What follows belongs to an exercise in optimizing a design on an open flow for small area, a short achievable clock period and few clock cycles per item; a production flow would make more cautious choices.
Function was checked by simulation only, so behaviour that the tests miss may differ from the original.

<file path="design/flow/standard.sh">
#!/bin/bash
# synth_recipe.tcl (not shown) runs the flow's synth.tcl, then flattens the netlist and writes it again
# the make line also repeats each setting of config.mk as NAME=value (left out here)
make -C /OpenROAD-flow-scripts/flow DESIGN_CONFIG=/design/flow/config.mk WORK_HOME=/design/flow/orfs CLKGATE_MAP_FILE= SYNTH_SCRIPT=/design/flow/synth_recipe.tcl "${@:-finish}"
</file>
<file path="design/flow/flow/run.sh">
#!/bin/bash
# Layout: the standard flow (standard.sh) with these changes:
#  - repair_timing is asked to leave 7.15 ns of setup slack at the 11 ns clock
#    (a 3.85 ns target), so that it sizes the datapath for speed;
#  - the full-adder cells are added to the platform's don't-use list, so
#    synthesis extracts only half adders and leaves the 3-input XORs and
#    majorities of the adders to abc (faster than the fa cell's sum output);
#  - ports are buffered with buf_1 cells instead of the default choice;
#  - clock tree: clkbuf_8 buffers, clusters of at most 16 sinks within 45 um,
#    no dummy loads.
# The clock, the constraints and everything else are the standard ones.
set -euo pipefail
DONT_USE="sky130_fd_sc_hd__probe_p_8 sky130_fd_sc_hd__probec_p_8 sky130_fd_sc_hd__lpflow_bleeder_1 sky130_fd_sc_hd__lpflow_clkbufkapwr_1 sky130_fd_sc_hd__lpflow_clkbufkapwr_16 sky130_fd_sc_hd__lpflow_clkbufkapwr_2 sky130_fd_sc_hd__lpflow_clkbufkapwr_4 sky130_fd_sc_hd__lpflow_clkbufkapwr_8 sky130_fd_sc_hd__lpflow_clkinvkapwr_1 sky130_fd_sc_hd__lpflow_clkinvkapwr_16 sky130_fd_sc_hd__lpflow_clkinvkapwr_2 sky130_fd_sc_hd__lpflow_clkinvkapwr_4 sky130_fd_sc_hd__lpflow_clkinvkapwr_8 sky130_fd_sc_hd__lpflow_decapkapwr_12 sky130_fd_sc_hd__lpflow_decapkapwr_3 sky130_fd_sc_hd__lpflow_decapkapwr_4 sky130_fd_sc_hd__lpflow_decapkapwr_6 sky130_fd_sc_hd__lpflow_decapkapwr_8 sky130_fd_sc_hd__lpflow_inputiso0n_1 sky130_fd_sc_hd__lpflow_inputiso0p_1 sky130_fd_sc_hd__lpflow_inputiso1n_1 sky130_fd_sc_hd__lpflow_inputiso1p_1 sky130_fd_sc_hd__lpflow_inputisolatch_1 sky130_fd_sc_hd__lpflow_isobufsrc_1 sky130_fd_sc_hd__lpflow_isobufsrc_16 sky130_fd_sc_hd__lpflow_isobufsrc_2 sky130_fd_sc_hd__lpflow_isobufsrc_4 sky130_fd_sc_hd__lpflow_isobufsrc_8 sky130_fd_sc_hd__lpflow_isobufsrckapwr_16 sky130_fd_sc_hd__lpflow_lsbuf_lh_hl_isowell_tap_1 sky130_fd_sc_hd__lpflow_lsbuf_lh_hl_isowell_tap_2 sky130_fd_sc_hd__lpflow_lsbuf_lh_hl_isowell_tap_4 sky130_fd_sc_hd__lpflow_lsbuf_lh_isowell_4 sky130_fd_sc_hd__lpflow_lsbuf_lh_isowell_tap_1 sky130_fd_sc_hd__lpflow_lsbuf_lh_isowell_tap_2 sky130_fd_sc_hd__lpflow_lsbuf_lh_isowell_tap_4  sky130_fd_sc_hd__fa_1 sky130_fd_sc_hd__fa_2 sky130_fd_sc_hd__fa_4"
bash standard.sh \
  SETUP_SLACK_MARGIN=7.15 \
  "DONT_USE_CELLS=$DONT_USE" \
  "BUFFER_PORTS_ARGS=-buffer_cell sky130_fd_sc_hd__buf_1" \
  "CTS_ARGS=-sink_clustering_enable -repair_clock_nets -dont_use_dummy_load -buf_list {sky130_fd_sc_hd__clkbuf_8} -sink_clustering_size 16 -sink_clustering_max_diameter 45" \
  finish > standard_flow.log 2>&1
</file>
<file path="design/flow/design.v">
module ftn_addr_hash (
    input  wire         clk,
    input  wire         rst,         
    input  wire [127:0] key,         
    input  wire         in_valid,
    output wire         in_ready,
    input  wire [127:0] addr,        
    input  wire         is_v6,
    input  wire         v6_pfx,
    output wire         out_valid,
    input  wire         out_ready,
    output wire [63:0]  h,
    output wire [19:0]  index,       
    output wire [15:0]  tag          
);
    function [63:0] bswap64(input [63:0] x);
        integer i;
        begin
            for (i = 0; i < 8; i = i + 1)
                bswap64[8*i +: 8] = x[63-8*i -: 8];
        end
    endfunction
    function [31:0] bswap32(input [31:0] x);
        bswap32 = {x[7:0], x[15:8], x[23:16], x[31:24]};
    endfunction
    function [63:0] rotl(input [63:0] x, input integer b);
        rotl = (x << b) | (x >> (64 - b));
    endfunction
    reg         run;         
    reg  [4:0]  cnt;         
    reg         t6, tp;      
    reg  [63:0] m0_q;        
    reg  [63:0] lo_q;        
    reg  [63:0] x0, x1, y0, y1;
    reg         ov;          
    reg  [63:0] h_q;
    reg         last;        
    reg         rdy;         
    reg         init;        
    reg         f_m0, f_lo0, f_8_0, f_16_0, f_lo3, f_8_3, f_16_3, fin;   
    wire ph     = cnt[0];    
    wire done   = last && !ov;                          
    wire replay = last && ov;                           
    assign in_ready = rdy;
    wire acc = !rst && in_valid && rdy;
    wire       run_n  = !rst && (acc || replay || (run && !last));
    wire       ov_n   = !rst && (done || (ov && !out_ready));
    wire [4:0] cn     = cnt + 5'd1;
    wire       step   = !rst && !init;                  
    wire       last_n = step && (t6 ? (cn == 5'd19) : tp ? (cn == 5'd15) : (cn == 5'd11));
    wire [63:0] m0_in = !is_v6 ? {8'd4, 24'd0, bswap32(addr[31:0])} : bswap64(addr[127:64]);
    wire [63:0] m0    = in_ready ? m0_in : m0_q;
    wire [63:0] k0 = bswap64(key[127:64]);
    wire [63:0] k1 = bswap64(key[63:0]);
    wire [63:0] s, t;
    sip_add64 add_s (.a(x0), .b(y0), .s(s));
    sip_add64 add_t (.a(x1), .b(y1), .s(t));
    wire [63:0] ry0 = ph ? rotl(y0, 17) : rotl(y0, 13);
    wire [63:0] ry1 = ph ? rotl(y1, 21) : rotl(y1, 16);
    wire [63:0] inj0 = (f_m0 ? m0_q : 64'd0) | (f_lo0 ? lo_q : 64'd0)
                     | {3'd0, f_16_0, f_8_0, 59'd0};
    wire [63:0] inj3 = (f_lo3 ? lo_q : 64'd0) | {3'd0, f_16_3, f_8_3, 59'd0};
    wire [63:0] nx0 = t ^ inj0;
    wire [63:0] nx1 = rotl(s, 32) ^ {56'd0, {8{fin}}};
    wire [63:0] ny0 = ry0 ^ s;
    wire [63:0] ny1 = (ry1 ^ inj3) ^ t;
    wire [63:0] hf  = ny0 ^ rotl(s, 32) ^ ry1;           
    always @(posedge clk) begin
        if (in_ready) begin
            m0_q <= m0_in;
            lo_q <= bswap64(addr[63:0]);
            t6   <= is_v6 && !v6_pfx;
            tp   <= is_v6 && v6_pfx;
        end
        if (init) begin
            x0  <= k0 ^ 64'h736f6d6570736575;
            y0  <= k1 ^ 64'h646f72616e646f6d;
            x1  <= k0 ^ 64'h6c7967656e657261;
            y1  <= k1 ^ 64'h7465646279746573 ^ m0;
            cnt <= 5'd0;
        end else begin
            x0  <= nx0;
            x1  <= nx1;
            y0  <= ny0;
            y1  <= ny1;
            cnt <= cnt + 5'd1;
        end
        if (done)
            h_q <= hf;
        run    <= run_n;
        ov     <= ov_n;
        last   <= last_n;
        rdy    <= !run_n || (last_n && !ov_n);
        init   <= !run_n || last_n;
        f_m0   <= step && cn == 5'd3;
        f_lo0  <= step && cn == 5'd7 && t6;
        f_8_0  <= step && cn == 5'd7 && tp;
        f_16_0 <= step && cn == 5'd11 && t6;
        f_lo3  <= step && cn == 5'd3 && t6;
        f_8_3  <= step && cn == 5'd3 && tp;
        f_16_3 <= step && cn == 5'd7 && t6;
        fin    <= step && (t6 ? cn == 5'd11 : tp ? cn == 5'd7 : cn == 5'd3);
    end
    assign out_valid = ov;
    assign h         = h_q;
    assign index     = h_q[19:0];
    assign tag       = h_q[35:20];
endmodule
module sip_add64 (input wire [63:0] a, input wire [63:0] b, output wire [63:0] s);
    wire [63:0] p0 = a ^ b;
    wire [63:0] g0 = a & b;
    wire g_0_1 = g0[1] | (p0[1] & g0[0]);
    wire g_0_3 = g0[3] | (p0[3] & g0[2]);
    wire p_0_3 = p0[3] & p0[2];
    wire g_0_5 = g0[5] | (p0[5] & g0[4]);
    wire p_0_5 = p0[5] & p0[4];
    wire g_0_7 = g0[7] | (p0[7] & g0[6]);
    wire p_0_7 = p0[7] & p0[6];
    wire g_0_9 = g0[9] | (p0[9] & g0[8]);
    wire p_0_9 = p0[9] & p0[8];
    wire g_0_11 = g0[11] | (p0[11] & g0[10]);
    wire p_0_11 = p0[11] & p0[10];
    wire g_0_13 = g0[13] | (p0[13] & g0[12]);
    wire p_0_13 = p0[13] & p0[12];
    wire g_0_15 = g0[15] | (p0[15] & g0[14]);
    wire p_0_15 = p0[15] & p0[14];
    wire g_0_17 = g0[17] | (p0[17] & g0[16]);
    wire p_0_17 = p0[17] & p0[16];
    wire g_0_19 = g0[19] | (p0[19] & g0[18]);
    wire p_0_19 = p0[19] & p0[18];
    wire g_0_21 = g0[21] | (p0[21] & g0[20]);
    wire p_0_21 = p0[21] & p0[20];
    wire g_0_23 = g0[23] | (p0[23] & g0[22]);
    wire p_0_23 = p0[23] & p0[22];
    wire g_0_25 = g0[25] | (p0[25] & g0[24]);
    wire p_0_25 = p0[25] & p0[24];
    wire g_0_27 = g0[27] | (p0[27] & g0[26]);
    wire p_0_27 = p0[27] & p0[26];
    wire g_0_29 = g0[29] | (p0[29] & g0[28]);
    wire p_0_29 = p0[29] & p0[28];
    wire g_0_31 = g0[31] | (p0[31] & g0[30]);
    wire p_0_31 = p0[31] & p0[30];
    wire g_0_33 = g0[33] | (p0[33] & g0[32]);
    wire p_0_33 = p0[33] & p0[32];
    wire g_0_35 = g0[35] | (p0[35] & g0[34]);
    wire p_0_35 = p0[35] & p0[34];
    wire g_0_37 = g0[37] | (p0[37] & g0[36]);
    wire p_0_37 = p0[37] & p0[36];
    wire g_0_39 = g0[39] | (p0[39] & g0[38]);
    wire p_0_39 = p0[39] & p0[38];
    wire g_0_41 = g0[41] | (p0[41] & g0[40]);
    wire p_0_41 = p0[41] & p0[40];
    wire g_0_43 = g0[43] | (p0[43] & g0[42]);
    wire p_0_43 = p0[43] & p0[42];
    wire g_0_45 = g0[45] | (p0[45] & g0[44]);
    wire p_0_45 = p0[45] & p0[44];
    wire g_0_47 = g0[47] | (p0[47] & g0[46]);
    wire p_0_47 = p0[47] & p0[46];
    wire g_0_49 = g0[49] | (p0[49] & g0[48]);
    wire p_0_49 = p0[49] & p0[48];
    wire g_0_51 = g0[51] | (p0[51] & g0[50]);
    wire p_0_51 = p0[51] & p0[50];
    wire g_0_53 = g0[53] | (p0[53] & g0[52]);
    wire p_0_53 = p0[53] & p0[52];
    wire g_0_55 = g0[55] | (p0[55] & g0[54]);
    wire p_0_55 = p0[55] & p0[54];
    wire g_0_57 = g0[57] | (p0[57] & g0[56]);
    wire p_0_57 = p0[57] & p0[56];
    wire g_0_59 = g0[59] | (p0[59] & g0[58]);
    wire p_0_59 = p0[59] & p0[58];
    wire g_0_61 = g0[61] | (p0[61] & g0[60]);
    wire p_0_61 = p0[61] & p0[60];
    wire g_0_63 = g0[63] | (p0[63] & g0[62]);
    wire p_0_63 = p0[63] & p0[62];
    wire g_1_3 = g_0_3 | (p_0_3 & g_0_1);
    wire g_1_7 = g_0_7 | (p_0_7 & g_0_5);
    wire p_1_7 = p_0_7 & p_0_5;
    wire g_1_11 = g_0_11 | (p_0_11 & g_0_9);
    wire p_1_11 = p_0_11 & p_0_9;
    wire g_1_15 = g_0_15 | (p_0_15 & g_0_13);
    wire p_1_15 = p_0_15 & p_0_13;
    wire g_1_19 = g_0_19 | (p_0_19 & g_0_17);
    wire p_1_19 = p_0_19 & p_0_17;
    wire g_1_23 = g_0_23 | (p_0_23 & g_0_21);
    wire p_1_23 = p_0_23 & p_0_21;
    wire g_1_27 = g_0_27 | (p_0_27 & g_0_25);
    wire p_1_27 = p_0_27 & p_0_25;
    wire g_1_31 = g_0_31 | (p_0_31 & g_0_29);
    wire p_1_31 = p_0_31 & p_0_29;
    wire g_1_35 = g_0_35 | (p_0_35 & g_0_33);
    wire p_1_35 = p_0_35 & p_0_33;
    wire g_1_39 = g_0_39 | (p_0_39 & g_0_37);
    wire p_1_39 = p_0_39 & p_0_37;
    wire g_1_43 = g_0_43 | (p_0_43 & g_0_41);
    wire p_1_43 = p_0_43 & p_0_41;
    wire g_1_47 = g_0_47 | (p_0_47 & g_0_45);
    wire p_1_47 = p_0_47 & p_0_45;
    wire g_1_51 = g_0_51 | (p_0_51 & g_0_49);
    wire p_1_51 = p_0_51 & p_0_49;
    wire g_1_55 = g_0_55 | (p_0_55 & g_0_53);
    wire p_1_55 = p_0_55 & p_0_53;
    wire g_1_59 = g_0_59 | (p_0_59 & g_0_57);
    wire p_1_59 = p_0_59 & p_0_57;
    wire g_1_63 = g_0_63 | (p_0_63 & g_0_61);
    wire p_1_63 = p_0_63 & p_0_61;
    wire g_2_7 = g_1_7 | (p_1_7 & g_1_3);
    wire g_2_15 = g_1_15 | (p_1_15 & g_1_11);
    wire p_2_15 = p_1_15 & p_1_11;
    wire g_2_23 = g_1_23 | (p_1_23 & g_1_19);
    wire p_2_23 = p_1_23 & p_1_19;
    wire g_2_31 = g_1_31 | (p_1_31 & g_1_27);
    wire p_2_31 = p_1_31 & p_1_27;
    wire g_2_39 = g_1_39 | (p_1_39 & g_1_35);
    wire p_2_39 = p_1_39 & p_1_35;
    wire g_2_47 = g_1_47 | (p_1_47 & g_1_43);
    wire p_2_47 = p_1_47 & p_1_43;
    wire g_2_55 = g_1_55 | (p_1_55 & g_1_51);
    wire p_2_55 = p_1_55 & p_1_51;
    wire g_2_63 = g_1_63 | (p_1_63 & g_1_59);
    wire p_2_63 = p_1_63 & p_1_59;
    wire g_3_15 = g_2_15 | (p_2_15 & g_2_7);
    wire g_3_31 = g_2_31 | (p_2_31 & g_2_23);
    wire p_3_31 = p_2_31 & p_2_23;
    wire g_3_47 = g_2_47 | (p_2_47 & g_2_39);
    wire p_3_47 = p_2_47 & p_2_39;
    wire g_3_63 = g_2_63 | (p_2_63 & g_2_55);
    wire p_3_63 = p_2_63 & p_2_55;
    wire g_4_31 = g_3_31 | (p_3_31 & g_3_15);
    wire g_4_63 = g_3_63 | (p_3_63 & g_3_47);
    wire p_4_63 = p_3_63 & p_3_47;
    wire g_5_63 = g_4_63 | (p_4_63 & g_4_31);
    wire g_6_47 = g_3_47 | (p_3_47 & g_4_31);
    wire g_7_23 = g_2_23 | (p_2_23 & g_3_15);
    wire g_7_39 = g_2_39 | (p_2_39 & g_4_31);
    wire g_7_55 = g_2_55 | (p_2_55 & g_6_47);
    wire g_8_11 = g_1_11 | (p_1_11 & g_2_7);
    wire g_8_19 = g_1_19 | (p_1_19 & g_3_15);
    wire g_8_27 = g_1_27 | (p_1_27 & g_7_23);
    wire g_8_35 = g_1_35 | (p_1_35 & g_4_31);
    wire g_8_43 = g_1_43 | (p_1_43 & g_7_39);
    wire g_8_51 = g_1_51 | (p_1_51 & g_6_47);
    wire g_8_59 = g_1_59 | (p_1_59 & g_7_55);
    wire g_9_5 = g_0_5 | (p_0_5 & g_1_3);
    wire g_9_9 = g_0_9 | (p_0_9 & g_2_7);
    wire g_9_13 = g_0_13 | (p_0_13 & g_8_11);
    wire g_9_17 = g_0_17 | (p_0_17 & g_3_15);
    wire g_9_21 = g_0_21 | (p_0_21 & g_8_19);
    wire g_9_25 = g_0_25 | (p_0_25 & g_7_23);
    wire g_9_29 = g_0_29 | (p_0_29 & g_8_27);
    wire g_9_33 = g_0_33 | (p_0_33 & g_4_31);
    wire g_9_37 = g_0_37 | (p_0_37 & g_8_35);
    wire g_9_41 = g_0_41 | (p_0_41 & g_7_39);
    wire g_9_45 = g_0_45 | (p_0_45 & g_8_43);
    wire g_9_49 = g_0_49 | (p_0_49 & g_6_47);
    wire g_9_53 = g_0_53 | (p_0_53 & g_8_51);
    wire g_9_57 = g_0_57 | (p_0_57 & g_7_55);
    wire g_9_61 = g_0_61 | (p_0_61 & g_8_59);
    wire g_10_2 = g0[2] | (p0[2] & g_0_1);
    wire g_10_4 = g0[4] | (p0[4] & g_1_3);
    wire g_10_6 = g0[6] | (p0[6] & g_9_5);
    wire g_10_8 = g0[8] | (p0[8] & g_2_7);
    wire g_10_10 = g0[10] | (p0[10] & g_9_9);
    wire g_10_12 = g0[12] | (p0[12] & g_8_11);
    wire g_10_14 = g0[14] | (p0[14] & g_9_13);
    wire g_10_16 = g0[16] | (p0[16] & g_3_15);
    wire g_10_18 = g0[18] | (p0[18] & g_9_17);
    wire g_10_20 = g0[20] | (p0[20] & g_8_19);
    wire g_10_22 = g0[22] | (p0[22] & g_9_21);
    wire g_10_24 = g0[24] | (p0[24] & g_7_23);
    wire g_10_26 = g0[26] | (p0[26] & g_9_25);
    wire g_10_28 = g0[28] | (p0[28] & g_8_27);
    wire g_10_30 = g0[30] | (p0[30] & g_9_29);
    wire g_10_32 = g0[32] | (p0[32] & g_4_31);
    wire g_10_34 = g0[34] | (p0[34] & g_9_33);
    wire g_10_36 = g0[36] | (p0[36] & g_8_35);
    wire g_10_38 = g0[38] | (p0[38] & g_9_37);
    wire g_10_40 = g0[40] | (p0[40] & g_7_39);
    wire g_10_42 = g0[42] | (p0[42] & g_9_41);
    wire g_10_44 = g0[44] | (p0[44] & g_8_43);
    wire g_10_46 = g0[46] | (p0[46] & g_9_45);
    wire g_10_48 = g0[48] | (p0[48] & g_6_47);
    wire g_10_50 = g0[50] | (p0[50] & g_9_49);
    wire g_10_52 = g0[52] | (p0[52] & g_8_51);
    wire g_10_54 = g0[54] | (p0[54] & g_9_53);
    wire g_10_56 = g0[56] | (p0[56] & g_7_55);
    wire g_10_58 = g0[58] | (p0[58] & g_9_57);
    wire g_10_60 = g0[60] | (p0[60] & g_8_59);
    wire g_10_62 = g0[62] | (p0[62] & g_9_61);
    wire [63:0] c = {g_10_62, g_9_61, g_10_60, g_8_59, g_10_58, g_9_57, g_10_56, g_7_55, g_10_54, g_9_53, g_10_52, g_8_51, g_10_50, g_9_49, g_10_48, g_6_47, g_10_46, g_9_45, g_10_44, g_8_43, g_10_42, g_9_41, g_10_40, g_7_39, g_10_38, g_9_37, g_10_36, g_8_35, g_10_34, g_9_33, g_10_32, g_4_31, g_10_30, g_9_29, g_10_28, g_8_27, g_10_26, g_9_25, g_10_24, g_7_23, g_10_22, g_9_21, g_10_20, g_8_19, g_10_18, g_9_17, g_10_16, g_3_15, g_10_14, g_9_13, g_10_12, g_8_11, g_10_10, g_9_9, g_10_8, g_2_7, g_10_6, g_9_5, g_10_4, g_1_3, g_10_2, g_0_1, g0[0], 1'b0};
    assign s = p0 ^ c;
endmodule
</file>
<file path="design/flow/constraint.sdc">
create_clock -name core_clock -period 11.0 [get_ports {clk}]
set_input_delay 2.2000 -clock core_clock [delete_from_list [all_inputs] [get_ports {clk}]]
set_output_delay 2.2000 -clock core_clock [all_outputs]
set_load 0.01 [all_outputs]
</file>
<file path="design/flow/config.mk">
export PLATFORM = sky130hd
export DESIGN_NAME = ftn_addr_hash
export DESIGN_NICKNAME = ftn_addr_hash
export VERILOG_FILES = /design/flow/design.v
export SDC_FILE = /design/flow/constraint.sdc
export NUM_CORES = 4
export LEC_CHECK = 0
export CAP_MARGIN = 20
export CORE_MARGIN = 2
export CORE_UTILIZATION = 60
export SLEW_MARGIN = 20
</file>
==> flow_metrics.py, run 1 <==
metrics = {
    "status": {
        "outcome": "finished clean",
    },
    "global_route": {
        "grt_overflow_total": 0,
        "grt_busiest_layer": "met2",
        "grt_usage_pct": 47.1,
        "gr-usage-met2_pct": 65.3,
        "antenna_found_initial": 5,
        "grt_first_pass_wirelength_um": 145000,
        "met1_usage_pct": 62.8,
        "grt_start_max_net_pins": 161,
        "met3_usage_pct": 15.4,
        "grt_pass1_vias": 19932,
    },
    "yosys": {
        "synth_edf_count": 130,
        "synth_area_um2": 26100,
        "ys.flop_type": "dfxtp_1",
        "synth_sequential_area_ratio_pct": 40.8,
        "synthTopCellsByArea": "dfxtp_1 (26%), edfxtp_1 (15%), xnor2_1 (13%)",
        "async_flop_share_pct": 0,
        "synth-xor-area-share_pct": 17.6,
        "syn-num-nets": 3055,
        "avgSynthCellArea_um2": 10.0,
        "synth_fa_ha_area_share_pct": 9.21,
        "postSynthCellCount": 2601,
        "yosysTopAreaCell": "dfxtp_1",
        "synth-seq-cells": 467,
        "synth_compound_area_share_pct": 11.6,
        "synth_mux_area_share_pct": 9.39,
        "yosysUniqueCellTypes": 64,
        "yosys.area.top_type_share_pct": 25.9,
        "synthSimpleGateAreaFrac_pct": 7.38,
        "synth_top_family_by_area": "XOR/XNOR gates",
        "ys_warn_count": 1,
    },
    "sta": {
        "layout_min_cycle_time_ns": 3.97,
        "finalCritPeriodShare_pct": 36.1,
        "finalSetupViolCount": 0,
        "final.setup.tns_ns": 0,
        "clock.fmax_ghz": 0.252,
        "rsz0062_at_grt": "true",
        "slew_headroom_pct": 16.3,
        "tightest_slew_ns": 1.22,
        "hold_violations": 0,
        "skew_ns": 0.0837,
        "slew_viol_final": 0,
    },
    "min_path": {
        "min_path_cells": 2,
        "hold_end": "m0_q[28]",
        "hold_path.class": "reg2reg",
        "min_from": "m0_q[28]",
    },
    "cts": {
        "clockBufferDepth": 3,
        "cts_buffers": 54,
        "clkSinkCount": 467,
        "hold_buffers": 0,
        "clk-insertion-delay-late_ns": 0.72,
        "cts_tree": "yes",
        "root_buffer": "clkbuf_8",
        "path_clk_slew_ns": 0.07,
        "htreeDepth": 2,
    },
    "floorplanning": {
        "core_um2": 43000,
        "start_util_pct": 60.7,
        "rows": 76,
        "dieArea_um2": 45200,
        "die-width_um": 212,
        "pin_count": 364,
        "die_y_um": 212,
    },
    "setup_path": {
        "crit_arrival_ns": 4.40,
        "r2r-start": "y0[29]",
        "ff2ff_path_depth": 15,
        "reg2reg_slack_ns": 7.03,
        "critPathCaptureType": "register",
        "worstReg2RegEnd": "h_q[5]",
        "critPathKind": "reg2reg",
        "cp-start-kind": "register",
        "cp_max_fo": 4,
        "worstPathRequired_ns": 11.43,
    },
    "cells_and_area": {
        "area_growth_syn_to_layout_pct": 13.4,
        "multi_input_comb_area_um2": 15400,
        "final_cell_area_um2": 29600,
        "final_cell_mix": "buf_1 (362), xnor2_1 (336), dfxtp_1 (310)",
        "seq_area_um2": 10700,
        "final_nets": 3367,
        "layout.cells.non_filler": 3497,
        "final_common_cell": "buf_1",
        "layout-drive-gt1-share_pct": 9.69,
        "fillers": 3412,
    },
    "placement": {
        "io_buffers": 363,
        "dp.cells": 3420,
        "dpl_cell_area_um2": 27600,
        "place_congestion": 1.09,
        "dp_hpwl_um": 87800,
    },
    "route": {
        "vias": 21548,
        "routed_via_density": 6.16,
        "drc": 0,
        "drt_iter0_markers": 3051,
        "drt_pre_antenna_iters": 6,
        "wl_per_cell_um": 30.8,
        "drt_wl_total_um": 108000,
        "postRouteAntennaNets": 0,
    },
    "job": {
        "cap_viol_max_count": 0,
    },
}
==> worst max-delay path: stages, from the launching register on <==
cell and delay [ns]:
dfxtp_1 0.35, ha_4 0.31, nand4_1 0.14, or2_1 0.28, or3_4 0.36, a211oi_4 0.29, o211ai_2 0.13, buf_4 0.15
nand2_1 0.09, a21o_1 0.12, a21o_1 0.14, ha_1 0.16, nor2_1 0.06, xnor2_2 0.56, xnor2_1 0.23, xnor2_1 0.38
==> cell usage after synthesis (3+ instances only) <==
library cell and n:
nand2b_1 26, mux2_2 22, buf_1 20, clkbuf_1 67, a21oi_2 4, ha_1 192
buf_4 36, o21ai_1 6, or2_1 4, nand4_1 20, a31o_1 4, xnor2_1 381
edfxtp_1 130, nand2_1 196, xor2_1 144, a22oi_1 62, mux2i_1 220, a21oi_1 120
o21bai_1 5, nand3_1 13, o21ai_0 176, o21ai_2 4, buf_2 17, dfxtp_1 337
nor2b_1 5, a21o_1 67, a31o_2 3, inv_1 95, and4_1 3, nor2_1 171
and2_1 6, a221oi_1 3
==> worst max path at each step <==
stage	startpoint	end	cells after the start
global route	y1[1]	x0[55]	16
floorplan	is_v6	y1[62]	8
global placement	is_v6	y1[48]	8
CTS	y0[9]	h_q[55]	15
detailed placement	is_v6	y1[57]	8
finish	y0[29]	h_q[5]	15
==> per-layer routing <==
layer	routed length, µm	vias to the layer above
met5	25	-
met4	8390	4
met3	15600	286
met2	42800	1593
met1	40900	10155
li1	-	9510
==> cell families (layout without fill, tap and decap cells) <==
| logic type | count (synthesis) | count (layout) |
|---|---|---|
| AO/OA/AOI/OAI | 484 | 484 |
| XOR/XNOR | 525 | 525 |
| adder cells (fa/ha/maj) | 192 | 192 |
| buffers and inverters | 236 | 546 |
| flip-flops | 467 | 467 |
| multiplexers | 242 | 242 |
| other | 0 | 1 |
| AND/OR/NAND/NOR | 455 | 455 |
==> area by class of cell <==
type                       count  share of cell area, %
antenna                        1                0.00846
multi-input combinational   1898                   52.0
tap                          585                   2.48
inverter                      96                   1.22
clock buffer                  54                   2.51
timing repair buffer         396                   5.59
sequential                   467                   36.2
==> stage by stage <==
step	worst slack (ns)	utilization (%)	hold slack [ns]
2_1_floorplan	7.54	-	0.475
3_3_place_gp	6.70	64.3	0.489
3_5_place_dp	6.66	64.3	0.492
4_1_cts	7.14	67.1	0.507
5_1_grt	7.08	68.8	0.531
6_report	7.03	68.8	0.510
==> state kept, by name, summed over array words and instances (netlist names) <==
signal and cells:
h_q 64, lo_q 64, m0_q 64, x0 64
x1 64, y0 64, y1 64, cnt 5
f_16_0 1, f_8_0 1, f_8_3 1, f_lo0 1
f_lo3 1, f_m0 1, fin 1, init 1
last 1, ov 1, rdy 1, run 1
t6 1, tp 1
==> repair_timing <==
item / in CTS / in global routing
pin swaps: 19 / 55
gates cloned: 0 / 0
setup endpoints to repair: 94 / 83
buffers inserted: 6 / 16
gates resized for setup: 63 / 108
Testbench counts, summed over its fixed seeds: cycles 38,308, items 2,400.
==> run 2: changes to the inputs <==
==> design/flow/flow/run.sh (replaced) <==
#!/bin/bash
# Layout: the standard flow (standard.sh) with these changes:
#  - repair_timing is asked to leave 7.5 ns of setup slack at the 11 ns clock
#    (a 3.5 ns target), so that it sizes the datapath for speed;
#  - the full-adder cells are added to the platform's don't-use list, so
#    synthesis extracts only half adders and leaves the 3-input XORs and
#    majorities of the adders to abc (faster than the fa cell's sum output);
#  - ports are buffered with buf_1 cells instead of the default choice;
#  - clock tree: clkbuf_8 buffers, clusters of at most 16 sinks within 45 um,
#    no dummy loads.
# The clock, the constraints and everything else are the standard ones.
set -euo pipefail
DONT_USE="sky130_fd_sc_hd__probe_p_8 sky130_fd_sc_hd__probec_p_8 sky130_fd_sc_hd__lpflow_bleeder_1 sky130_fd_sc_hd__lpflow_clkbufkapwr_1 sky130_fd_sc_hd__lpflow_clkbufkapwr_16 sky130_fd_sc_hd__lpflow_clkbufkapwr_2 sky130_fd_sc_hd__lpflow_clkbufkapwr_4 sky130_fd_sc_hd__lpflow_clkbufkapwr_8 sky130_fd_sc_hd__lpflow_clkinvkapwr_1 sky130_fd_sc_hd__lpflow_clkinvkapwr_16 sky130_fd_sc_hd__lpflow_clkinvkapwr_2 sky130_fd_sc_hd__lpflow_clkinvkapwr_4 sky130_fd_sc_hd__lpflow_clkinvkapwr_8 sky130_fd_sc_hd__lpflow_decapkapwr_12 sky130_fd_sc_hd__lpflow_decapkapwr_3 sky130_fd_sc_hd__lpflow_decapkapwr_4 sky130_fd_sc_hd__lpflow_decapkapwr_6 sky130_fd_sc_hd__lpflow_decapkapwr_8 sky130_fd_sc_hd__lpflow_inputiso0n_1 sky130_fd_sc_hd__lpflow_inputiso0p_1 sky130_fd_sc_hd__lpflow_inputiso1n_1 sky130_fd_sc_hd__lpflow_inputiso1p_1 sky130_fd_sc_hd__lpflow_inputisolatch_1 sky130_fd_sc_hd__lpflow_isobufsrc_1 sky130_fd_sc_hd__lpflow_isobufsrc_16 sky130_fd_sc_hd__lpflow_isobufsrc_2 sky130_fd_sc_hd__lpflow_isobufsrc_4 sky130_fd_sc_hd__lpflow_isobufsrc_8 sky130_fd_sc_hd__lpflow_isobufsrckapwr_16 sky130_fd_sc_hd__lpflow_lsbuf_lh_hl_isowell_tap_1 sky130_fd_sc_hd__lpflow_lsbuf_lh_hl_isowell_tap_2 sky130_fd_sc_hd__lpflow_lsbuf_lh_hl_isowell_tap_4 sky130_fd_sc_hd__lpflow_lsbuf_lh_isowell_4 sky130_fd_sc_hd__lpflow_lsbuf_lh_isowell_tap_1 sky130_fd_sc_hd__lpflow_lsbuf_lh_isowell_tap_2 sky130_fd_sc_hd__lpflow_lsbuf_lh_isowell_tap_4  sky130_fd_sc_hd__fa_1 sky130_fd_sc_hd__fa_2 sky130_fd_sc_hd__fa_4"
bash standard.sh \
  SETUP_SLACK_MARGIN=7.5 \
  "DONT_USE_CELLS=$DONT_USE" \
  "BUFFER_PORTS_ARGS=-buffer_cell sky130_fd_sc_hd__buf_1" \
  "CTS_ARGS=-sink_clustering_enable -repair_clock_nets -dont_use_dummy_load -buf_list {sky130_fd_sc_hd__clkbuf_8} -sink_clustering_size 16 -sink_clustering_max_diameter 45" \
  finish > standard_flow.log 2>&1
--- a/design/flow/config.mk
+++ b/design/flow/config.mk
@@ -5,6 +5,7 @@
 export SDC_FILE = /design/flow/constraint.sdc
 export NUM_CORES = 4
 export LEC_CHECK = 0
+export ABC_AREA = 1
 export CAP_MARGIN = 20
 export CORE_MARGIN = 2
 export CORE_UTILIZATION = 60
==> flow_metrics.py, run 2 <==
metrics = {
    "global_route": {
        "grt_start_max_net_pins": 92,
        "grt_overflow_total": 0,
        "grt_pass1_vias": 22392,
        "grt_usage_pct": 43.1,
        "antenna_found_initial": 10,
        "grt_first_pass_wirelength_um": 145000,
    },
    "route": {
        "drc": 0,
        "drt_pre_antenna_iters": 6,
        "postRouteAntennaNets": 0,
        "vias": 24659,
        "drt_wl_total_um": 102000,
        "routed_via_density": 5.92,
        "drt_iter0_markers": 3342,
        "wl_per_cell_um": 24.5,
    },
    "floorplanning": {
        "core_um2": 44100,
        "dieArea_um2": 46400,
        "pin_count": 364,
        "start_util_pct": 60.7,
        "rows": 77,
        "die_y_um": 215,
        "die-width_um": 215,
    },
    "setup_path": {
        "crit_arrival_ns": 1.31,
        "cp-start-kind": "register",
        "critPathKind": "reg2out",
        "cp_slowest_cell": "edfxtp_1",
        "cp_num_buf_inv": 1,
        "cp_max_fo": 2,
        "r2r-start": "y0[1]",
        "critPathCaptureType": "primary output",
        "cpPeakStageDelay_ns": 0.44,
        "startpoint": "h_q[9]",
        "crit_chain": "buf_1",
        "cpLargestDelayFamily": "flip-flops",
        "worstPathRequired_ns": 8.80,
    },
    "yosys": {
        "avgSynthCellArea_um2": 8.22,
        "postSynthCellCount": 3263,
        "ys_warn_count": 1,
        "yosys.area.top_type_share_pct": 25.2,
        "ys.flop_type": "dfxtp_1",
        "synth_common_cells": "nand2_1 (639), o21ai_0 (395), dfxtp_1 (337), inv_1 (331), xor2_1 (241)",
        "synth_area_um2": 26800,
        "synth-seq-cells": 467,
        "synth_sequential_area_ratio_pct": 39.7,
        "async_flop_share_pct": 0,
        "yosysUniqueCellTypes": 45,
        "yosysMostFrequentCell": "nand2_1",
        "yosysTopAreaCell": "dfxtp_1",
        "synthTopCellsByArea": "dfxtp_1 (25%), edfxtp_1 (15%), ha_1 (9.0%)",
        "syn-num-nets": 3717,
        "synth_edf_count": 130,
    },
    "sta": {
        "slew_headroom_pct": 2.40,
        "finalCritPeriodShare_pct": 31.9,
        "hold_violations": 0,
        "rsz0062_at_grt": "true",
        "slew_viol_final": 0,
        "skew_ns": 0.0747,
        "finalSetupViolCount": 0,
        "layout_min_cycle_time_ns": 3.51,
        "clock.fmax_ghz": 0.285,
        "final.setup.tns_ns": 0,
        "tightest_slew_ns": 1.45,
    },
    "cells_and_area": {
        "final_nets": 4027,
        "layout-drive-gt1-share_pct": 7.28,
        "area_growth_syn_to_layout_pct": 10.2,
        "final_common_cell": "nand2_1",
        "final_cell_mix": "nand2_1 (639), o21ai_0 (390), buf_1 (361)",
    },
    "min_path": {
        "min_from": "m0_q[53]",
        "hold_path.class": "reg2reg",
    },
    "cts": {
        "clk-insertion-delay-late_ns": 0.71,
        "root_buffer": "clkbuf_8",
        "hold_buffers": 0,
        "clockBufferDepth": 3,
        "htreeDepth": 2,
        "cts_tree": "yes",
        "path_clk_slew_ns": 0.09,
        "cts_buffers": 60,
        "clkSinkCount": 467,
    },
    "placement": {
        "place_congestion": 1.07,
        "dp_hpwl_um": 81200,
        "io_buffers": 363,
    },
    "status": {
        "outcome": "finished clean",
    },
    "job": {
        "cap_viol_max_count": 0,
    },
}
run 2: path summary, 6_finish.rpt:
path	slack (ns)	to	depth (start not counted)
worst max-delay path	7.49	index[9]	1
worst min-delay path	0.50	m0_q[53]	2
worst max register to register	7.57	x1[19]	19
worst min register to register	0.50	m0_q[53]	2
run 2: metrics by stage:
step	instances	worst slack [ns]	cell area (µm²)	hold WS, ns	util, %
after detailed placement	4085	6.82	28300	0.489	64.1
after CTS	4150	7.42	29200	0.495	66.2
after floorplan	3263	7.70	26800	0.453	-
after global routing	4163	7.42	29500	0.526	66.9
final	4166	7.49	29500	0.502	67.0
after global placement	4085	6.72	28300	0.465	64.1
run 2: layout make-up:
| type | instances | area [µm²] |
|---|---|---|
| Fill cell | 3849 | 14600 |
| Inverter | 339 | 1280 |
| Tap cell | 592 | 741 |
| Clock buffer | 60 | 826 |
| Sequential cell | 467 | 10700 |
| Multi-Input combinational cell | 2304 | 14400 |
| Antenna cell | 3 | 7.51 |
| Timing Repair Buffer | 401 | 1680 |
run 2: cells by family (layout without fill, tap and decap cells):
kind of cell               after synthesis  count (layout)  share of synthesized area, %
xor gates and xnor gates               403             403                          13.2
muxes                                   18              18                         0.672
buffers and inverters                  492             800                          7.66
adders and majority gates              192             192                          8.96
DFF                                    467             467                          39.7
and+or+nand+nor                        987             987                          15.4
AOI/OAI and AO/OA                      704             704                          14.4
other                                    0               3                             0
run 2: routing by layer:
layer / global-route usage, % / vias to the layer above / routed length, µm
met2: 58.3 / 1833 / 39800
met3: 14.1 / 230 / 16100
li1: - / 11162 / -
met1: 63.1 / 11428 / 41800
met5: 0 / - / 83
met4: 16.7 / 6 / 4440
run 2: repair_timing:
action,CTS,global route
endpoints found under the setup margin,9,64
gates cloned,0,0
buffers inserted,5,13
resized for setup,7,41
pin swaps,4,18
==> run 3: changes to the inputs <==
--- a/design/flow/config.mk
+++ b/design/flow/config.mk
@@ -8,5 +8,5 @@
 export ABC_AREA = 1
 export CAP_MARGIN = 20
 export CORE_MARGIN = 2
-export CORE_UTILIZATION = 60
+export CORE_UTILIZATION = 55
 export SLEW_MARGIN = 20
==> flow_metrics.py, run 3 <==
metrics = {
    "cts": {
        "cts_buffers": 66,
        "cts_tree": "yes",
        "clockBufferDepth": 3,
        "clk-insertion-delay-late_ns": 0.69,
        "hold_buffers": 0,
        "root_buffer": "clkbuf_8",
        "path_clk_slew_ns": 0.07,
        "htreeDepth": 3,
        "clkSinkCount": 467,
    },
    "yosys": {
        "yosysMostFrequentCell": "nand2_1",
        "ys_warn_count": 1,
        "async_flop_share_pct": 0,
        "postSynthCellCount": 3263,
        "synth_edf_count": 130,
        "syn-num-nets": 3717,
        "ys.flop_type": "dfxtp_1",
        "synthTopCellsByArea": "dfxtp_1 (25%), edfxtp_1 (15%), ha_1 (9.0%)",
        "synth_sequential_area_ratio_pct": 39.7,
        "yosysTopAreaCell": "dfxtp_1",
        "yosysUniqueCellTypes": 45,
        "yosys.area.top_type_share_pct": 25.2,
        "synth-seq-cells": 467,
        "avgSynthCellArea_um2": 8.22,
        "synth_common_cells": "nand2_1 (639), o21ai_0 (395), dfxtp_1 (337), inv_1 (331), xor2_1 (241)",
        "synth_area_um2": 26800,
    },
    "route": {
        "drt_pre_antenna_iters": 6,
        "drc": 0,
        "routed_via_density": 5.80,
        "drt_iter0_markers": 3503,
        "vias": 24315,
        "wl_per_cell_um": 25.5,
        "postRouteAntennaNets": 0,
        "drt_wl_total_um": 107000,
    },
    "min_path": {
        "hold_path.class": "reg2reg",
        "hold_end": "m0_q[60]",
        "min_path_cells": 2,
        "min_from": "m0_q[60]",
    },
    "sta": {
        "layout_min_cycle_time_ns": 3.50,
        "skew_ns": 0.0616,
        "slew_viol_final": 0,
        "fin_ws_ns": 7.50,
        "rsz0062_at_grt": "true",
        "hold_violations": 0,
        "finalSetupViolCount": 0,
        "final.setup.tns_ns": 0,
        "slew_headroom_pct": 19.0,
        "tightest_slew_ns": 1.20,
        "finalCritPeriodShare_pct": 31.8,
        "clock.fmax_ghz": 0.286,
    },
    "setup_path": {
        "ff2ff_path_depth": 16,
        "cpLargestDelayFamily": "flip-flops",
        "cp-start-kind": "register",
        "worstReg2RegEnd": "h_q[17]",
        "crit_chain": "clkbuf_2",
        "cp_num_buf_inv": 1,
        "r2r-start": "x0[6]",
        "crit_arrival_ns": 1.30,
        "critPathCaptureType": "primary output",
        "worstPathRequired_ns": 8.80,
        "reg2reg_slack_ns": 7.51,
        "cp_slowest_cell": "edfxtp_1",
        "cpPeakStageDelay_ns": 0.46,
        "critPathKind": "reg2out",
        "cp_max_fo": 2,
    },
    "global_route": {
        "grt_start_max_net_pins": 93,
        "grt_pass1_vias": 22232,
        "grt_usage_pct": 41.5,
        "antenna_found_initial": 7,
        "grt_first_pass_wirelength_um": 149000,
        "grt_overflow_total": 0,
    },
    "floorplanning": {
        "pin_count": 364,
        "dieArea_um2": 50500,
        "die-width_um": 225,
        "start_util_pct": 55.9,
        "core_um2": 47900,
        "rows": 80,
        "die_y_um": 225,
    },
    "cells_and_area": {
        "area_growth_syn_to_layout_pct": 10.6,
        "fin_util_pct": 61.8,
        "final_common_cell": "nand2_1",
        "layout-drive-gt1-share_pct": 7.50,
        "fillers": 4382,
        "final_cell_mix": "nand2_1 (639), o21ai_0 (388), buf_1 (357)",
        "layout.cells.non_filler": 4189,
        "final_nets": 4028,
    },
    "placement": {
        "io_buffers": 363,
        "dp_hpwl_um": 84700,
        "pre_cts_slack_ns": 6.69,
        "place_congestion": 1.05,
        "dp.cells": 4110,
    },
    "status": {
        "outcome": "finished clean",
    },
    "job": {
        "cap_viol_max_count": 0,
    },
}
==> run 3: changes by cell type in the layout (fill, tap and decap cells not counted), sizes merged <==
cell	previous run	this run
buf	399	390
clkbuf	62	72
diode	3	2
==> run 3: cell families after synthesis <==
logic type / count (synthesis) / synth area share [%]
AOI/OAI and AO/OA: 704 / 14.4
xor gates and xnor gates: 403 / 13.2
adders and majority gates: 192 / 8.96
buffers and inverters: 492 / 7.66
DFF: 467 / 39.7
muxes: 18 / 0.672
and+or+nand+nor: 987 / 15.4
==> run 3: stage by stage <==
step | area, µm² | hold WS (ns)
floorplan | 26800 | 0.453
global placement | 28300 | 0.470
detailed placement | 28300 | 0.486
CTS | 29300 | 0.495
global route | 29600 | 0.533
finish | 29600 | 0.494
==> run 3: timing repair <==
action,CTS,global route
cloned,0,0
setup buffers,1,10
pin swaps,0,14
resized for setup,8,46
setup endpoints to repair,23,58
==> run 3: per-layer routing <==
| metal | global-route usage, % | routed length [µm] | vias to the layer above |
|---|---|---|---|
| met1 | 61.3 | 45800 | 11399 |
| li1 | - | - | 11153 |
| met2 | 56.0 | 41700 | 1560 |
| met5 | 0 | 23 | - |
| met4 | 13.2 | 3570 | 4 |
| met3 | 14.5 | 15600 | 199 |
==> run 3: how the worst max path moves through the flow <==
stage           start  slack [ns]  cells past startpoint        to
2_1_floorplan   is_v6        7.70                      9    y1[57]
3_3_place_gp    is_v6        6.66                      8    y1[29]
3_5_place_dp    is_v6        6.69                     10    y1[63]
4_1_cts         y0[1]        7.46                     20   h_q[63]
5_1_grt         y0[1]        7.38                     21   h_q[63]
6_report       h_q[0]        7.50                      1  index[0]
==> run 3: area by class of cell <==
type | count | area [µm²] | area share, %
Multi-Input combinational cell | 2304 | 14400 | 48.6
Tap cell | 615 | 769 | 2.60
Clock buffer | 66 | 908 | 3.06
Sequential cell | 467 | 10700 | 36.0
Antenna cell | 2 | 5.00 | 0.0169
Timing Repair Buffer | 396 | 1630 | 5.48
Inverter | 339 | 1280 | 4.30
==> run 4: changes to the inputs <==
==> design/flow/flow/run.sh (replaced) <==
#!/bin/bash
# Layout: the standard flow (standard.sh) with these changes:
#  - repair_timing is asked to leave 7.8 ns of setup slack at the 11 ns clock
#    (a 3.2 ns target), so that it sizes the datapath for speed;
#  - the full-adder cells are added to the platform's don't-use list, so
#    synthesis extracts only half adders and leaves the 3-input XORs and
#    majorities of the adders to abc (faster than the fa cell's sum output);
#  - ports are buffered with buf_1 cells instead of the default choice;
#  - clock tree: clkbuf_8 buffers, clusters of at most 16 sinks within 45 um,
#    no dummy loads.
# The clock, the constraints and everything else are the standard ones.
set -euo pipefail
DONT_USE="sky130_fd_sc_hd__probe_p_8 sky130_fd_sc_hd__probec_p_8 sky130_fd_sc_hd__lpflow_bleeder_1 sky130_fd_sc_hd__lpflow_clkbufkapwr_1 sky130_fd_sc_hd__lpflow_clkbufkapwr_16 sky130_fd_sc_hd__lpflow_clkbufkapwr_2 sky130_fd_sc_hd__lpflow_clkbufkapwr_4 sky130_fd_sc_hd__lpflow_clkbufkapwr_8 sky130_fd_sc_hd__lpflow_clkinvkapwr_1 sky130_fd_sc_hd__lpflow_clkinvkapwr_16 sky130_fd_sc_hd__lpflow_clkinvkapwr_2 sky130_fd_sc_hd__lpflow_clkinvkapwr_4 sky130_fd_sc_hd__lpflow_clkinvkapwr_8 sky130_fd_sc_hd__lpflow_decapkapwr_12 sky130_fd_sc_hd__lpflow_decapkapwr_3 sky130_fd_sc_hd__lpflow_decapkapwr_4 sky130_fd_sc_hd__lpflow_decapkapwr_6 sky130_fd_sc_hd__lpflow_decapkapwr_8 sky130_fd_sc_hd__lpflow_inputiso0n_1 sky130_fd_sc_hd__lpflow_inputiso0p_1 sky130_fd_sc_hd__lpflow_inputiso1n_1 sky130_fd_sc_hd__lpflow_inputiso1p_1 sky130_fd_sc_hd__lpflow_inputisolatch_1 sky130_fd_sc_hd__lpflow_isobufsrc_1 sky130_fd_sc_hd__lpflow_isobufsrc_16 sky130_fd_sc_hd__lpflow_isobufsrc_2 sky130_fd_sc_hd__lpflow_isobufsrc_4 sky130_fd_sc_hd__lpflow_isobufsrc_8 sky130_fd_sc_hd__lpflow_isobufsrckapwr_16 sky130_fd_sc_hd__lpflow_lsbuf_lh_hl_isowell_tap_1 sky130_fd_sc_hd__lpflow_lsbuf_lh_hl_isowell_tap_2 sky130_fd_sc_hd__lpflow_lsbuf_lh_hl_isowell_tap_4 sky130_fd_sc_hd__lpflow_lsbuf_lh_isowell_4 sky130_fd_sc_hd__lpflow_lsbuf_lh_isowell_tap_1 sky130_fd_sc_hd__lpflow_lsbuf_lh_isowell_tap_2 sky130_fd_sc_hd__lpflow_lsbuf_lh_isowell_tap_4  sky130_fd_sc_hd__fa_1 sky130_fd_sc_hd__fa_2 sky130_fd_sc_hd__fa_4"
bash standard.sh \
  SETUP_SLACK_MARGIN=7.8 \
  "DONT_USE_CELLS=$DONT_USE" \
  "BUFFER_PORTS_ARGS=-buffer_cell sky130_fd_sc_hd__buf_1" \
  "CTS_ARGS=-sink_clustering_enable -repair_clock_nets -dont_use_dummy_load -buf_list {sky130_fd_sc_hd__clkbuf_8} -sink_clustering_size 16 -sink_clustering_max_diameter 45" \
  finish > standard_flow.log 2>&1
--- a/design/flow/config.mk
+++ b/design/flow/config.mk
@@ -8,5 +8,5 @@
 export ABC_AREA = 1
 export CAP_MARGIN = 20
 export CORE_MARGIN = 2
-export CORE_UTILIZATION = 55
+export CORE_UTILIZATION = 60
 export SLEW_MARGIN = 20
==> flow_metrics.py, run 4 <==
metrics = {
    "status": {
        "outcome": "finished clean",
    },
    "sta": {
        "skew_ns": 0.0530,
        "final.setup.tns_ns": 0,
        "slew_viol_final": 0,
        "layout_min_cycle_time_ns": 3.47,
        "tightest_slew_ns": 1.28,
        "slew_headroom_pct": 14.0,
        "hold_violations": 0,
        "finalSetupViolCount": 0,
        "rsz0062_at_grt": "true",
        "finalCritPeriodShare_pct": 31.5,
        "clock.fmax_ghz": 0.288,
    },
    "cts": {
        "cts_buffers": 55,
        "clockBufferDepth": 3,
        "clkSinkCount": 467,
        "clk-insertion-delay-late_ns": 0.69,
        "cts_tree": "yes",
        "root_buffer": "clkbuf_8",
        "path_clk_slew_ns": 0.09,
        "htreeDepth": 2,
    },
    "yosys": {
        "async_flop_share_pct": 0,
        "ys.flop_type": "dfxtp_1",
        "avgSynthCellArea_um2": 8.22,
        "ys_warn_count": 1,
        "postSynthCellCount": 3263,
        "yosysTopAreaCell": "dfxtp_1",
        "synth-seq-cells": 467,
        "synth_area_um2": 26800,
        "synth_common_cells": "nand2_1 (639), o21ai_0 (395), dfxtp_1 (337), inv_1 (331), xor2_1 (241)",
        "synthTopCellsByArea": "dfxtp_1 (25%), edfxtp_1 (15%), ha_1 (9.0%)",
        "yosysMostFrequentCell": "nand2_1",
        "synth_sequential_area_ratio_pct": 39.7,
        "synth_edf_count": 130,
        "syn-num-nets": 3717,
        "yosys.area.top_type_share_pct": 25.2,
        "yosysUniqueCellTypes": 45,
    },
    "job": {
        "cap_viol_max_count": 0,
    },
    "setup_path": {
        "crit_arrival_ns": 1.27,
        "cpLargestDelayFamily": "flip-flops",
        "critPathCaptureType": "primary output",
        "cp_slowest_cell": "edfxtp_1",
        "crit_chain": "buf_2",
        "cp_num_buf_inv": 1,
        "cp_max_fo": 1,
        "worstPathRequired_ns": 8.80,
        "cpPeakStageDelay_ns": 0.41,
        "reg2reg_slack_ns": 7.70,
        "cp-start-kind": "register",
        "critPathKind": "reg2out",
    },
    "global_route": {
        "grt_usage_pct": 44.5,
        "antenna_found_initial": 6,
        "met1_usage_pct": 65.1,
        "grt_first_pass_wirelength_um": 148000,
        "grt_start_max_net_pins": 87,
        "met3_usage_pct": 15.0,
        "grt_busiest_layer": "met1",
        "grt_overflow_total": 0,
        "gr-usage-met2_pct": 60.7,
        "grt_pass1_vias": 22662,
    },
    "floorplanning": {
        "start_util_pct": 60.7,
        "pin_count": 364,
        "dieArea_um2": 46400,
        "rows": 77,
        "die-width_um": 215,
        "die_y_um": 215,
        "core_um2": 44100,
    },
    "placement": {
        "dp_hpwl_um": 83400,
        "io_buffers": 363,
        "place_congestion": 1.07,
        "dpl_cell_area_um2": 28300,
    },
    "cells_and_area": {
        "final_common_cell": "nand2_1",
        "layout-drive-gt1-share_pct": 14.3,
        "final_cell_mix": "nand2_1 (617), o21ai_0 (380), inv_1 (327)",
        "final_cell_area_um2": 31000,
        "area_growth_syn_to_layout_pct": 15.5,
        "final_nets": 4047,
    },
    "route": {
        "vias": 24947,
        "routed_via_density": 5.96,
        "wl_per_cell_um": 25.5,
        "drt_pre_antenna_iters": 7,
        "drt_wl_total_um": 107000,
        "postRouteAntennaNets": 0,
        "drc": 0,
        "drt_iter0_markers": 3776,
    },
    "min_path": {
        "hold_path.class": "reg2reg",
    },
}
-- run 4: cell counts after synthesis --
No cell type changed its count.
-- run 4: through the flow --
step                hold WS [ns]  worst slack, ns  std cells  util (%)
floorplan                  0.453             7.71       3263         -
global placement           0.466             6.81       4084      64.1
detailed placement         0.478             6.68       4084      64.1
CTS                        0.493             7.51       4160      67.3
global route               0.523             7.50       4183      70.2
finish                     0.505             7.53       4185      70.2
-- run 4: area by class of cell --
cell class                      count  area [µm²]
Multi-Input combinational cell   2304       15500
Fill cell                        3607       13200
Sequential cell                   467       10700
Timing Repair Buffer              425        2000
Inverter                          339        1290
Clock buffer                       55         757
Tap cell                          592         741
Timing Repair inverter              1        7.51
Antenna cell                        2        5.00
-- run 4: cells by family (layout without fill, tap and decap cells) --
kind of cell	count (synthesis)	in the layout	synth area share, %
AND/OR/NAND/NOR	987	987	15.4
flip-flops	467	467	39.7
other	0	2	0
buffers and inverters	492	820	7.66
AO/OA/AOI/OAI	704	704	14.4
multiplexers	18	18	0.672
XOR/XNOR	403	403	13.2
adder cells (fa/ha/maj)	192	192	8.96
-- run 4: final timing paths --
| kind | start | endpoint | cells past startpoint |
|---|---|---|---|
| min reg2reg | m0_q[55] | m0_q[55] | 2 |
| max | h_q[37] | h[37] | 1 |
| min | m0_q[55] | m0_q[55] | 2 |
| max reg2reg | y0[0] | x1[15] | 21 |
-- run 4: repair_timing --
action,CTS,global route
gates cloned,1,0
hold buffers,0,0
buffers inserted,20,22
pin swaps,29,67
gates resized for setup,98,258
endpoints found under the setup margin,274,236
-- run 4: per-layer routing --
layer  share of wire, %  vias up
met3                 16      253
met5              0.022        -
met1                 40    11569
met2                 39     1914
li1                   -    11207
met4                4.2        4
-- run 4: worst min-delay path: cells and delay by family (launching register included) --
family          cells  cell delay (ns)
flops               1             0.31
buf+inv             1             0.06
compound gates      1             0.08
==> run 5: changes to the inputs <==
==> design/flow/flow/run.sh (replaced) <==
#!/bin/bash
# Layout: the standard flow (standard.sh) with these changes:
#  - repair_timing is asked to leave 8.1 ns of setup slack at the 11 ns clock
#    (a 2.9 ns target), so that it sizes the datapath for speed;
#  - the full-adder cells are added to the platform's don't-use list, so
#    synthesis extracts only half adders and leaves the 3-input XORs and
#    majorities of the adders to abc (faster than the fa cell's sum output);
#  - ports are buffered with buf_1 cells instead of the default choice;
#  - clock tree: clkbuf_8 buffers, clusters of at most 16 sinks within 45 um,
#    no dummy loads.
# The clock, the constraints and everything else are the standard ones.
set -euo pipefail
DONT_USE="sky130_fd_sc_hd__probe_p_8 sky130_fd_sc_hd__probec_p_8 sky130_fd_sc_hd__lpflow_bleeder_1 sky130_fd_sc_hd__lpflow_clkbufkapwr_1 sky130_fd_sc_hd__lpflow_clkbufkapwr_16 sky130_fd_sc_hd__lpflow_clkbufkapwr_2 sky130_fd_sc_hd__lpflow_clkbufkapwr_4 sky130_fd_sc_hd__lpflow_clkbufkapwr_8 sky130_fd_sc_hd__lpflow_clkinvkapwr_1 sky130_fd_sc_hd__lpflow_clkinvkapwr_16 sky130_fd_sc_hd__lpflow_clkinvkapwr_2 sky130_fd_sc_hd__lpflow_clkinvkapwr_4 sky130_fd_sc_hd__lpflow_clkinvkapwr_8 sky130_fd_sc_hd__lpflow_decapkapwr_12 sky130_fd_sc_hd__lpflow_decapkapwr_3 sky130_fd_sc_hd__lpflow_decapkapwr_4 sky130_fd_sc_hd__lpflow_decapkapwr_6 sky130_fd_sc_hd__lpflow_decapkapwr_8 sky130_fd_sc_hd__lpflow_inputiso0n_1 sky130_fd_sc_hd__lpflow_inputiso0p_1 sky130_fd_sc_hd__lpflow_inputiso1n_1 sky130_fd_sc_hd__lpflow_inputiso1p_1 sky130_fd_sc_hd__lpflow_inputisolatch_1 sky130_fd_sc_hd__lpflow_isobufsrc_1 sky130_fd_sc_hd__lpflow_isobufsrc_16 sky130_fd_sc_hd__lpflow_isobufsrc_2 sky130_fd_sc_hd__lpflow_isobufsrc_4 sky130_fd_sc_hd__lpflow_isobufsrc_8 sky130_fd_sc_hd__lpflow_isobufsrckapwr_16 sky130_fd_sc_hd__lpflow_lsbuf_lh_hl_isowell_tap_1 sky130_fd_sc_hd__lpflow_lsbuf_lh_hl_isowell_tap_2 sky130_fd_sc_hd__lpflow_lsbuf_lh_hl_isowell_tap_4 sky130_fd_sc_hd__lpflow_lsbuf_lh_isowell_4 sky130_fd_sc_hd__lpflow_lsbuf_lh_isowell_tap_1 sky130_fd_sc_hd__lpflow_lsbuf_lh_isowell_tap_2 sky130_fd_sc_hd__lpflow_lsbuf_lh_isowell_tap_4  sky130_fd_sc_hd__fa_1 sky130_fd_sc_hd__fa_2 sky130_fd_sc_hd__fa_4"
bash standard.sh \
  SETUP_SLACK_MARGIN=8.1 \
  "DONT_USE_CELLS=$DONT_USE" \
  "BUFFER_PORTS_ARGS=-buffer_cell sky130_fd_sc_hd__buf_1" \
  "CTS_ARGS=-sink_clustering_enable -repair_clock_nets -dont_use_dummy_load -buf_list {sky130_fd_sc_hd__clkbuf_8} -sink_clustering_size 16 -sink_clustering_max_diameter 45" \
  finish > standard_flow.log 2>&1
==> flow_metrics.py, run 5 <==
metrics = {
    "cells_and_area": {
        "final_cell_mix": "nand2_1 (578), inv_1 (316), dfxtp_1 (293)",
        "seq_area_um2": 10700,
        "fillers": 3100,
        "final_common_cell": "nand2_1",
        "multi_input_comb_area_um2": 17900,
        "fin_util_pct": 77.5,
        "area_growth_syn_to_layout_pct": 27.6,
        "layout-drive-gt1-share_pct": 24.6,
        "final_nets": 4122,
        "layout.cells.non_filler": 4259,
    },
    "placement": {
        "dp.cells": 4085,
        "io_buffers": 363,
        "place_congestion": 1.07,
        "dp_hpwl_um": 82200,
        "pre_cts_slack_ns": 7.06,
    },
    "route": {
        "wl_per_cell_um": 26.4,
        "drt_wl_total_um": 112000,
        "vias": 26078,
        "drt_iter0_markers": 4479,
        "routed_via_density": 6.12,
        "drt_pre_antenna_iters": 6,
        "postRouteAntennaNets": 0,
        "drc": 0,
    },
    "setup_path": {
        "cpLargestDelayFamily": "flip-flops",
        "critPathKind": "reg2out",
        "cp_num_buf_inv": 1,
        "crit_arrival_ns": 1.28,
        "cp_slowest_cell": "edfxtp_1",
        "r2r-start": "x0[29]",
        "worstReg2RegEnd": "h_q[11]",
        "ff2ff_path_depth": 19,
        "worstPathRequired_ns": 8.80,
        "crit_chain": "clkbuf_2",
        "cp-start-kind": "register",
        "cpPeakStageDelay_ns": 0.42,
        "reg2reg_slack_ns": 7.61,
        "critPathCaptureType": "primary output",
        "cp_max_fo": 1,
    },
    "cts": {
        "root_buffer": "clkbuf_8",
        "clkSinkCount": 467,
        "cts_buffers": 56,
        "htreeDepth": 2,
        "clockBufferDepth": 3,
        "clk-insertion-delay-late_ns": 0.73,
        "cts_tree": "yes",
        "hold_buffers": 0,
        "path_clk_slew_ns": 0.10,
    },
    "global_route": {
        "grt_usage_pct": 44.9,
        "grt_start_max_net_pins": 190,
        "grt_first_pass_wirelength_um": 150000,
        "grt_pass1_vias": 23159,
        "antenna_found_initial": 14,
        "grt_overflow_total": 0,
    },
    "yosys": {
        "synth_compound_area_share_pct": 14.4,
        "yosysTopAreaCell": "dfxtp_1",
        "synthTopCellsByArea": "dfxtp_1 (25%), edfxtp_1 (15%), ha_1 (9.0%)",
        "synth_mux_area_share_pct": 0.672,
        "postSynthCellCount": 3263,
        "syn-num-nets": 3717,
        "synth_area_um2": 26800,
        "ys.flop_type": "dfxtp_1",
        "synth_common_cells": "nand2_1 (639), o21ai_0 (395), dfxtp_1 (337), inv_1 (331), xor2_1 (241)",
        "synth-xor-area-share_pct": 13.2,
        "synth_edf_count": 130,
        "ys_warn_count": 1,
        "yosysUniqueCellTypes": 45,
        "synth_top_family_by_area": "simple AND/OR/NAND/NOR gates",
        "synthSimpleGateAreaFrac_pct": 15.4,
        "synth_fa_ha_area_share_pct": 8.96,
        "avgSynthCellArea_um2": 8.22,
        "yosysMostFrequentCell": "nand2_1",
        "yosys.area.top_type_share_pct": 25.2,
        "synth-seq-cells": 467,
        "synth_sequential_area_ratio_pct": 39.7,
        "async_flop_share_pct": 0,
    },
    "sta": {
        "finalCritPeriodShare_pct": 31.7,
        "layout_min_cycle_time_ns": 3.48,
        "slew_headroom_pct": -5.61,
        "skew_ns": 0.0741,
        "clock.fmax_ghz": 0.287,
        "slew_viol_final": 7,
        "rsz0062_at_grt": "true",
        "final.setup.tns_ns": 0,
        "fin_ws_ns": 7.52,
        "finalSetupViolCount": 0,
        "tightest_slew_ns": 1.57,
        "hold_violations": 0,
    },
    "floorplanning": {
        "start_util_pct": 60.7,
        "core_um2": 44100,
        "pin_count": 364,
        "die_y_um": 215,
        "die-width_um": 215,
        "rows": 77,
        "dieArea_um2": 46400,
    },
    "job": {
        "cap_viol_max_count": 2,
    },
    "min_path": {
        "hold_path.class": "reg2reg",
        "min_from": "m0_q[59]",
        "min_path_cells": 2,
        "hold_end": "m0_q[59]",
    },
    "status": {
        "outcome": "failed layout checks",
        "so_faults": "max-capacitance violations, max-slew violations",
    },
}
==> run 5: area by class of cell <==
type | instances | area share [%]
repair buffers | 500 | 8.08
diodes | 1 | 0.00732
multi-input cells | 2304 | 52.2
flip-flops and latches | 467 | 31.4
well taps | 592 | 2.17
inverters | 339 | 3.90
clock buffers | 56 | 2.25
==> run 5: through the flow <==
stage / area, µm² / hold slack, ns
2_1_floorplan: 27200 / 0.447
3_3_place_gp: 28600 / 0.460
3_5_place_dp: 28600 / 0.470
4_1_cts: 31600 / 0.485
5_1_grt: 34200 / 0.496
6_report: 34200 / 0.487
==> run 5: cell families after synthesis <==
kind of cell,Yosys count
buffers and inverters,492
AO/OA/AOI/OAI,704
adder cells (fa/ha/maj),192
XOR/XNOR,403
flip-flops,467
multiplexers,18
AND/OR/NAND/NOR,987
==> run 5: worst max-delay path by stage <==
stage	from	endpoint	slack (ns)	cells after the start
after floorplan	rdy	in_ready	7.71	0
after global placement	is_v6	y1[61]	7.11	9
after detailed placement	is_v6	y1[35]	7.06	9
after CTS	h_q[25]	h[25]	7.53	1
after global routing	h_q[25]	h[25]	7.51	1
final	h_q[62]	h[62]	7.52	1
==> run 5: per-layer routing <==
metal	vias to the layer above	track usage, %	routed length, µm
met2	2160	60.5	44900
met4	10	18.5	5730
li1	11342	-	-
met5	-	0	56
met1	12215	65.0	43600
met3	351	15.4	17900
==> run 5: repair_timing <==
item,CTS,global route
pin swaps,116,129
resized for setup,334,476
gates cloned,0,0
buffers inserted,70,47
endpoints found under the setup margin,345,324
endpoints found under the hold margin,0,0

==> afterwards: timing with drivers on the ports <==
The flow's constraints put no driver on any port. The routed layouts listed below were extracted and timed again, unchanged, in two steps.
Step 1 sets driving cells, clkbuf_16 on the clock port and buf_2 on the other inputs (assumed; they add their load-dependent delay and slew).
Step 2 also shifts input and output timing later by t, the mid clock arrival at the registers, as if the neighbouring blocks saw the same clock.
Three values: ideal, step 1, step 2; two values: the first two.
run	t, ns	setup slack, ns	latest minus earliest clock arrival (ns)	worst register clock-pin slew, ns	worst slew at a driven data input, ns
run 1	0.738	7.032 / 7.032 / 6.481	0.084 / 0.084	0.10 / 0.10	0.05
run 2	0.728	7.492 / 7.435 / 7.008	0.075 / 0.075	0.10 / 0.10	0.08
run 3	0.720	7.504 / 7.445 / 6.898	0.062 / 0.062	0.09 / 0.09	0.10
run 4	0.726	7.530 / 7.471 / 7.228	0.053 / 0.053	0.10 / 0.10	0.09
run 5	0.746	7.517 / 7.461 / 7.439	0.074 / 0.075	0.10 / 0.10	0.09
The setup slack of run 3, which loses most, moves by -0.059 ns with the drivers and by -0.606 ns with both steps.
